Context: an optimization exercise on an open-source flow, tuned for small area and a short achievable clock period. The choices shown serve that exercise and are no tape-out recipe.
RTL that was checked went through simulation tests only; none was proved equivalent to the original.
No driver is modelled on the clock port, so clock power and skew are understated where the tree is cut down; a real chip needs a root buffer or a tree.

==> job 3733 <==
## line_decoder
module line_decoder (
    input  wire         clk,
    input  wire         rst,
    input  wire         in_valid,
    input  wire [144:0] in_code,
    output reg          out_valid,
    output reg  [127:0] out_data,
    output reg  [16:0]  out_check,
    output reg  [1:0]   out_status
);
Settings: LEC_CHECK=0, CAP_MARGIN=40, CORE_MARGIN=2, CORE_UTILIZATION=55, CTS_BUF_LIST=sky130_fd_sc_hd__clkbuf_16, CTS_CLUSTER_DIAMETER=100, CTS_CLUSTER_SIZE=27, SLEW_MARGIN=30, SYNTH_HIERARCHICAL=1; clock period 40.0 ns.
standard.sh (not shown) runs the stock make flow with config.mk's settings and CLKGATE_MAP_FILE= SYNTH_SCRIPT=/design/flow/synth_recipe.tcl, a recipe that flattens the netlist after the stock synthesis.
==> flow/flow/run.sh <==
#!/bin/bash
# Standard ORFS layout (the standard.sh), with the port buffers made from
# the smallest plain buffer instead of the default delay-buffer cell.
set -euo pipefail
bash standard.sh "BUFFER_PORTS_ARGS=-buffer_cell sky130_fd_sc_hd__buf_1" finish > standard.log 2>&1
==> inputs of job 3632, as changes to job 3733 <==
==> flow/flow/run.sh (replaced) <==
#!/bin/bash
# Standard ORFS layout (the standard.sh) with two changes:
#  - port buffers use the smallest plain buffer (buf_1) instead of the default delay cell;
#  - clock tree synthesis without dummy load cells.
set -euo pipefail
bash standard.sh \
  "BUFFER_PORTS_ARGS=-buffer_cell sky130_fd_sc_hd__buf_1" \
  "CTS_ARGS=-sink_clustering_enable -repair_clock_nets -dont_use_dummy_load -sink_clustering_size 24 -sink_clustering_max_diameter 80 -buf_list sky130_fd_sc_hd__clkbuf_16" \
  finish > standard.log 2>&1
--- a/flow/config.mk
+++ b/flow/config.mk
@@ -9,7 +9,7 @@
 export CORE_MARGIN = 2
 export CORE_UTILIZATION = 55
 export CTS_BUF_LIST = sky130_fd_sc_hd__clkbuf_16
-export CTS_CLUSTER_DIAMETER = 100
-export CTS_CLUSTER_SIZE = 27
+export CTS_CLUSTER_DIAMETER = 80
+export CTS_CLUSTER_SIZE = 24
 export SLEW_MARGIN = 30
 export SYNTH_HIERARCHICAL = 1
==> impl_results.md <==
- Status: complete, no violations
- Setup WS post-layout: between 30 and 40 ns
- Num CTS Buffers: 26
- Post-Layout Cell Count: roughly 2,800
- Final worst path period share: 0.227
- Total GRT Usage: 0.358
- WL/cell: between 20 and 25 um
- Hold endpoint: m_data[140]
- Routed wire length: 69.6 mm
- Rel. slew slack: 0.365
- Synthesis-to-finish area growth: 14.3%
the above is filed under job 3632

==> impl_results.md <==
- Status: complete, no violations
- Total GRT Usage: 0.358
- Final worst path period share: 0.227
- Post-Layout Cell Count: roughly 2,800
- Rel. slew slack: 0.380
- Num CTS Buffers: 22
the above is filed under job 3733


==> inputs of v11 <==
line_decoder, a different RTL version from the one above (not shown whole).
clock: 40.0 ns
lec_check: 0
cap_margin: 10
core_margin: 2
core_utilization: 65
cts_buf_list: sky130_fd_sc_hd__clkbuf_8
cts_cluster_diameter: 60
cts_cluster_size: 16
slew_margin: 10
synth_hierarchical: 1
==> flow/flow/run.sh <==
#!/bin/bash
# Standard ORFS layout (the standard.sh) with two changes:
#  - port buffers use the smallest plain buffer (buf_1) instead of the default delay cell;
#  - clock tree synthesis without dummy load cells.
set -euo pipefail
bash standard.sh \
  "BUFFER_PORTS_ARGS=-buffer_cell sky130_fd_sc_hd__buf_1" \
  "CTS_ARGS=-sink_clustering_enable -repair_clock_nets -dont_use_dummy_load -sink_clustering_size 16 -sink_clustering_max_diameter 60 -buf_list sky130_fd_sc_hd__clkbuf_8" \
  finish > standard.log 2>&1
==> inputs of v26, as changes to v11 <==
==> flow/flow/run.sh (replaced) <==
#!/bin/bash
# Standard ORFS layout (the standard.sh) with these changes:
#  - port buffers use the smallest plain buffer (buf_1) instead of the default delay cell;
#  - clock tree: clkbuf_16 for the upper levels, clkbuf_8 leaf buffers, no dummy loads;
set -euo pipefail
ARGS=(
  "BUFFER_PORTS_ARGS=-buffer_cell sky130_fd_sc_hd__buf_1"
  "CTS_ARGS=-sink_clustering_enable -repair_clock_nets -dont_use_dummy_load -sink_clustering_size 16 -sink_clustering_max_diameter 60 -root_buf sky130_fd_sc_hd__clkbuf_16 -buf_list sky130_fd_sc_hd__clkbuf_16 -sink_clustering_buffer sky130_fd_sc_hd__clkbuf_8"
)
bash standard.sh "${ARGS[@]}" cts > standard_cts.log 2>&1
RR_ODB="$PWD/orfs/results/$FLOW_PLATFORM/line_decoder/base/4_cts.odb" \
  openroad -no_init -exit flow/remove_root.tcl > remove_root.log 2>&1
bash standard.sh "${ARGS[@]}" finish > standard.log 2>&1
==> flow/flow/remove_root.tcl (new file) <==
set odb $::env(RR_ODB)
read_db $odb
set block [ord::get_db_block]
set inst [$block findInst clkbuf_0_clk]
if {$inst == "NULL"} { puts "remove_root: no root buffer, unchanged"; exit 0 }
set a [$inst findITerm A]
set x [$inst findITerm X]
set in_net [$a getNet]
set out_net [$x getNet]
set loads {}
foreach it [$out_net getITerms] { if {[$it getId] != [$x getId]} { lappend loads $it } }
set other 0
foreach it [$in_net getITerms] { if {[$it getId] != [$a getId]} { incr other } }
if {[llength $loads] + $other > 4 || [llength [$out_net getBTerms]] > 0 || [llength [$in_net getBTerms]] != 1} {
  puts "remove_root: port would feed [expr {[llength $loads] + $other}] pins, unchanged"
  exit 0
}
foreach it $loads { $it disconnect; $it connect $in_net }
$a disconnect
$x disconnect
odb::dbInst_destroy $inst
odb::dbNet_destroy $out_net
puts "remove_root: clock port now drives [llength [$in_net getITerms]] pins"
write_db $odb
- CORE_UTILIZATION: 65 -> 60
==> inputs of v23, as changes to v11 <==
==> flow/flow/run.sh (replaced) <==
#!/bin/bash
# Standard ORFS layout (the standard.sh) with these changes:
#  - port buffers use the smallest plain buffer (buf_1) instead of the default delay cell;
#  - clock tree: clkbuf_16 for the upper levels, clkbuf_8 leaf buffers, no dummy loads;
set -euo pipefail
ARGS=(
  "BUFFER_PORTS_ARGS=-buffer_cell sky130_fd_sc_hd__buf_1"
  "CTS_ARGS=-sink_clustering_enable -repair_clock_nets -dont_use_dummy_load -sink_clustering_size 16 -sink_clustering_max_diameter 60 -root_buf sky130_fd_sc_hd__clkbuf_16 -buf_list sky130_fd_sc_hd__clkbuf_16 -sink_clustering_buffer sky130_fd_sc_hd__clkbuf_8"
)
bash standard.sh "${ARGS[@]}" cts > standard_cts.log 2>&1
RR_ODB="$PWD/orfs/results/$FLOW_PLATFORM/line_decoder/base/4_cts.odb" \
  openroad -no_init -exit flow/remove_root.tcl > remove_root.log 2>&1
bash standard.sh "${ARGS[@]}" finish > standard.log 2>&1
==> flow/flow/remove_root.tcl (new file) <==
set odb $::env(RR_ODB)
read_db $odb
set block [ord::get_db_block]
set inst [$block findInst clkbuf_0_clk]
if {$inst == "NULL"} { puts "remove_root: no root buffer, unchanged"; exit 0 }
set a [$inst findITerm A]
set x [$inst findITerm X]
set in_net [$a getNet]
set out_net [$x getNet]
set loads {}
foreach it [$out_net getITerms] { if {[$it getId] != [$x getId]} { lappend loads $it } }
set other 0
foreach it [$in_net getITerms] { if {[$it getId] != [$a getId]} { incr other } }
if {[llength $loads] + $other > 4 || [llength [$out_net getBTerms]] > 0 || [llength [$in_net getBTerms]] != 1} {
  puts "remove_root: port would feed [expr {[llength $loads] + $other}] pins, unchanged"
  exit 0
}
foreach it $loads { $it disconnect; $it connect $in_net }
$a disconnect
$x disconnect
odb::dbInst_destroy $inst
odb::dbNet_destroy $out_net
puts "remove_root: clock port now drives [llength [$in_net getITerms]] pins"
write_db $odb
==> qor summary <==
| quantity | v26 | v23 | v11 |
|---|---|---|---|
| Fraction of layout cells with a size suffix above 1 | 4.00% | 3.87% | 3.91% |
| Overall routed net length | 67400 um | 64900 um | 65200 um |
| Rel. slew slack | 9.42% | 15.9% | 15.8% |
| Clock slew at the register clock pins of the worst setup and hold paths | 100 ps | 90 ps | 90 ps |
| Starting Density | 60.7% | 66.3% | 66.3% |
| Vias after detailed routing | 15700 | 15900 | 15900 |
| Number of well taps | 442 | 390 | 390 |
| Num rows | 66 | 63 | 63 |
| Post-place setup slack | 31520 ps | 31510 ps | 31510 ps |
| CLK BUF | 37 | 37 | 38 |
| Smallest setup slack after layout | 31120 ps | 31130 ps | 30900 ps |
| Via count of the first global-routing pass | 15100 | 15500 | 15500 |
| Placeable core area | 0.0325 mm2 | 0.0297 mm2 | 0.0297 mm2 |
| Net count of the finished layout | 2451 | 2448 | 2449 |
| Run status | complete, no violations | complete, no violations | complete, no violations |
| Worst-Skew Late Latency | 360 ps | 360 ps | 590 ps |
| Final-layout fill cell count | 2596 | 2193 | 2201 |
| Number of DRC markers after the initial detailed-route iteration | 1855 | 2037 | 2204 |

==> 11-09: inputs <==
line_decoder, a different RTL version from the one above (not shown whole).
## line_decoder
module line_decoder (
    input  wire         clk,
    input  wire         rst,
    input  wire         in_valid,
    input  wire [144:0] in_code,
    output reg          out_valid,
    output reg  [127:0] out_data,
    output reg  [16:0]  out_check,
    output reg  [1:0]   out_status
);
==> flow/config.mk <==
export PLATFORM = sky130hd
export DESIGN_NAME = line_decoder
export DESIGN_NICKNAME = line_decoder
export VERILOG_FILES = /design/flow/design.v
export SDC_FILE = /design/flow/constraint.sdc
export NUM_CORES = 4
export LEC_CHECK = 0
export CAP_MARGIN = 40
export CORE_MARGIN = 2
export CORE_UTILIZATION = 60
export CTS_BUF_LIST = sky130_fd_sc_hd__clkbuf_16
export CTS_CLUSTER_DIAMETER = 50
export CTS_CLUSTER_SIZE = 30
export SLEW_MARGIN = 30
export SYNTH_HIERARCHICAL = 1
==> flow/constraint.sdc <==
create_clock -name core_clock -period 40.0 [get_ports {clk}]
set_input_delay 8.0000 -clock core_clock [delete_from_list [all_inputs] [get_ports {clk}]]
set_output_delay 8.0000 -clock core_clock [all_outputs]
set_load 0.01 [all_outputs]
==> flow/flow/run.sh <==
#!/bin/bash
# Standard ORFS layout (the standard.sh), with the port buffers made from
# the smallest plain buffer instead of the default delay-buffer cell.
set -euo pipefail
bash standard.sh "BUFFER_PORTS_ARGS=-buffer_cell sky130_fd_sc_hd__buf_1" finish > standard.log 2>&1
==> 01-04: changes against 11-09 <==
- CORE_UTILIZATION: 60 -> 55
- CTS_CLUSTER_DIAMETER: 50 -> 80
- CTS_CLUSTER_SIZE: 30 -> 24
==> qor summary <==
|  | 01-04 | 11-09 |
|---|---|---|
| Tcrit/Tclk final | 0.228 | 0.227 |
| Number of global-route vias before repair | 15500 | 15900 |
| Met2 routed WL | 30200 um | 29300 um |
| Clk tree area frac | 0.0362 | 0.0586 |
| Status | no timing/DRC/antenna violations | no timing/DRC/antenna violations |
| Number of antenna violations at the first check in global routing | 0 | 1 |
| Longest individual stage delay on the worst path | 350 ps | 340 ps |
| Largest net degree at the start of global routing | 67 | 53 |
| Actual slew at the worst max-slew pin | 967 ps | 952 ps |
| Signal buf overhead | 0.0666 | 0.0658 |
| Area taken by multi-input logic gates | 11000 sq um | 11000 sq um |
| Fin crit period | 9120 ps | 9070 ps |
| Number of placed cells counting well taps | 2823 | 2801 |
No run of this note included a check of the RTL's function; only the layout flow was run.

## afterwards: timing with drivers on the ports
No port has a modelled driver above. Below, the same layouts with a new extraction and two added sets of constraints.
Step 1 (the two cells are an assumption about what drives the block):
set clk [get_ports {clk}]
set_driving_cell -lib_cell sky130_fd_sc_hd__clkbuf_16 $clk
set_driving_cell -lib_cell sky130_fd_sc_hd__buf_2 [delete_from_list [all_inputs] $clk]
Step 2 also shifts input and output timing later by t, the mid clock arrival at the registers, as if the neighbouring blocks saw the same clock.
a / b / c = no drivers / after step 1 / after step 2; a / b = the first two.
| run | t, ns | slack for setup (ns) | hold WS [ns] | clock arrival spread, ns |
|---|---|---|---|---|
| job 3733 | 0.630 | 30.911 / 30.856 / 31.486 | 0.368 / 0.368 / 0.368 | 0.030 / 0.030 |
| job 3632 | 0.615 | 30.918 / 30.864 / 31.479 | 0.354 / 0.354 / 0.354 | 0.046 / 0.046 |
| v11 | 0.596 | 30.898 / 30.849 / 31.444 | 0.339 / 0.339 / 0.339 | 0.091 / 0.091 |
| v26 | 0.431 | 31.118 / 31.015 / 31.447 | 0.327 / 0.327 / 0.327 | 0.096 / 0.097 |
| v23 | 0.420 | 31.129 / 31.037 / 31.457 | 0.333 / 0.333 / 0.333 | 0.073 / 0.074 |
| 11-09 | 0.608 | 30.934 / 30.880 / 31.319 | 0.367 / 0.367 / 0.367 | 0.025 / 0.026 |
| 01-04 | 0.653 | 30.884 / 30.828 / 31.479 | 0.369 / 0.369 / 0.369 | 0.033 / 0.033 |
After both steps setup and hold are still met in every run listed.
